This design comes from an exercise in tuning for small area, a short achievable clock period and few clock cycles per item on the open sky130 flow, not from production work.
Where RTL was checked, it was by simulation tests only, not by an equivalence proof against the original.
Power figures rest on the tool's default switching activity, not on a simulated workload.

== north ==
Design pq_engine, start of the top module:
module pq_engine (
    input  wire        clk,
    input  wire        rst,
    input  wire        cmd_valid,
    output wire        cmd_ready,
    input  wire [2:0]  cmd_op,
    input  wire [1:0]  cmd_width,    
    input  wire [3:0]  cmd_x,
    input  wire [3:0]  cmd_y,
    input  wire [7:0]  cmd_rows,     
    input  wire        in_valid,
    output wire        in_ready,
    input  wire [63:0] in_data,
    output reg         out_valid,
    input  wire        out_ready,
    output wire [63:0] out_a,
    output wire [63:0] out_b
);
Size: about 210 flip-flops, about 0.020 sq mm of cells after synthesis.
==> flow/config.mk <==
export PLATFORM = sky130hd
export DESIGN_NAME = pq_engine
export DESIGN_NICKNAME = pq_engine
export VERILOG_FILES = /design/flow/design.v
export SDC_FILE = /design/flow/constraint.sdc
export NUM_CORES = 4
export LEC_CHECK = 0
export CAP_MARGIN = 20
export CORE_MARGIN = 2
export CORE_UTILIZATION = 45
export CTS_BUF_LIST = sky130_fd_sc_hd__clkbuf_4
export SETUP_SLACK_MARGIN = 2.75
export SLEW_MARGIN = 20
==> flow/constraint.sdc <==
create_clock -name core_clock -period 5.5 [get_ports {clk}]
set_input_delay 1.1000 -clock core_clock [delete_from_list [all_inputs] [get_ports {clk}]]
set_output_delay 1.1000 -clock core_clock [all_outputs]
set_load 0.01 [all_outputs]
standard.sh (not shown) runs the stock make flow with config.mk's settings and CLKGATE_MAP_FILE= SYNTH_SCRIPT=/design/flow/synth_recipe.tcl, a recipe that flattens the netlist after the stock synthesis.
==> flow/flow/run.sh <==
#!/bin/bash
# Standard layout, with the port buffers made from buf_2 instead of the
# default delay buffers.
export BUFFER_PORTS_ARGS="-buffer_cell sky130_fd_sc_hd__buf_2"
bash standard.sh > standard.log 2>&1
For south, these inputs were changed with respect to north:
--- a/flow/design.v
+++ b/flow/design.v
@@ -201,20 +201,18 @@
   assign out_a = acc_a;
   assign out_b = acc_b;
   wire keep = !(beat && first);
   always @(posedge clk) begin
     acc_a <= (acc_a & {64{keep}}) ^ (in_data & {64{beat & ea}})
            ^ (prod & {64{beat & c_fa}});
     acc_b <= (acc_b & {64{keep}}) ^ (prod & {64{beat}});
   end
   wire [7:0] i_gx, i_gnx, i_k1;
-  wire [7:0] i_g4 = (cmd_x[3:2] == 2'd0) ? 8'h01 : (cmd_x[3:2] == 2'd1) ? 8'hD8 :
-                    (cmd_x[3:2] == 2'd2) ? 8'h83 : 8'h7D;
   pq_gpow u_gpow (.x(cmd_x), .gx(i_gx), .gnx(i_gnx));
   pq_k1   u_k1   (.x(cmd_x), .y(cmd_y), .k(i_k1));
   wire [3:0] i_w  = (cmd_width == 2'd0) ? 4'd3 : (cmd_width == 2'd1) ? 4'd7 : 4'd15;
   wire       i_x0 = (cmd_x == 4'd0);
   reg  [3:0] i_dl;               
   reg  [7:0] i_off, i_tq, i_r0, i_c0;
   wire       i_rec = (cmd_op == OP_RDP) || (cmd_op == OP_RDQ) || (cmd_op == OP_RDD);
   wire       i_dd  = (cmd_op == OP_RDD);
   wire [1:0] i_p0  = (i_rec && i_x0) ? ((i_dd && cmd_y == 4'd1) ? 2'd2 : 2'd1) : 2'd0;
@@ -224,21 +222,20 @@
     i_dl  = i_w;
     i_off = 8'h00;
     i_tq  = 8'h01;
     i_r0  = 8'h01;
     i_c0  = 8'h01;
     case (cmd_op)
       OP_RDP: begin
         i_dl  = i_w - 4'd1;
         i_off = 8'h01;
-        i_tq  = i_g4;                
-        i_r0  = i_x0 ? 8'h02 : i_g4;
-        i_c0  = i_x0 ? 8'h03 : (i_g4 ^ 8'h01);
+        i_r0  = i_x0 ? 8'h02 : 8'h01;   
+        i_c0  = 8'h03;
       end
       OP_RDQ: begin
         i_dl  = i_w - 4'd1;
         i_off = i_gx;
         i_r0  = i_x0 ? 8'h02 : 8'h01;
         i_c0  = i_x0 ? 8'h03 : (i_gx ^ 8'h01);
       end
       OP_RDD: begin              
         i_dl  = i_w - 4'd2;
@@ -305,19 +302,19 @@
       default: c_r0 = 8'h01;
     endcase
   end
   wire [7:0] r_lp = c_x0 ? xt(r) : xi(r);
   wire rowend = beat && last;
   wire c_done = rowend && (c_rows == 8'd0);
   wire again  = rowend && (c_rows != 8'd0);      
   wire act_n  = take || (c_act && !c_done);
   wire [3:0] cnt_n = take ? ((cmd_op == OP_RDD) ? (i_x0 ? {2'b00, i_p0} : cmd_x) :
-                             (cmd_op == OP_RDP) ? {2'b00, cmd_x[1:0]} : 4'd0)
+                             (cmd_op == OP_RDP) ? cmd_x : 4'd0)
                           : (c_cnt != 4'd0) ? c_cnt - 4'd1 : 4'd0;
   wire first_n = take || again || (first && !beat);
   wire ov_n    = rowend || (out_valid && !out_ready);
   always @(posedge clk) begin
     if (rst) begin
       c_act     <= 1'b0;
       out_valid <= 1'b0;
       rdy_free  <= 1'b0;
       rdy_wait  <= 1'b0;
--- outcome ---
- south finished every stage and its layout cleared the timing, design-rule and antenna checks.
- Synthesized area in south is 0.55% lower than in north
- Compared south against north; clock insertion delay at the later pin of the skew report within noise.
- south packs its core looser than north.
- Higher wire length of the first global-routing pass among north and south: north
- Changes observed in south relative to north: clock period minus worst slack saw a decrease, placeable core region about even, total power draw decreased about 1.3%.
Testbench counts of south, summed over its fixed seeds: cycles 23,550, rows 2,762.
No functional check of the RTL was part of north.

-- what the ideal ports hide --
The flow's constraints put no driver on any port. The routed layouts listed below were extracted and timed again, unchanged, in two steps. Step 1 (the two cells are an assumption about what drives the block):
set clk [get_ports {clk}]
set_driving_cell -lib_cell sky130_fd_sc_hd__clkbuf_16 $clk
set_driving_cell -lib_cell sky130_fd_sc_hd__buf_2 [delete_from_list [all_inputs] $clk]
Step 2, shift: input delay + t, output delay - t, t = (earliest + latest rising clock arrival at the registers) / 2. This alone moves slack from input paths to output paths. Slacks: ideal ports / drivers / drivers and shift; pairs: ideal ports / drivers.
| run | t (ns) | setup WS [ns] | worst hold slack (ns) | worst slew at a driven data input, ns | cell pins on the clock port's net |
|---|---|---|---|---|---|
| north | 0.851 | 2.712 / 2.712 / 1.953 | 0.489 / 0.479 / 0.489 | 0.10 | 1 |
| south | 0.865 | 2.756 / 2.756 / 2.000 | 0.465 / 0.465 / 0.465 | 0.06 | 1 |
After both steps every run listed still meets setup and hold. The setup slack of north, which loses most, moves by 0.000 ns with the drivers and by -0.759 ns with both steps.
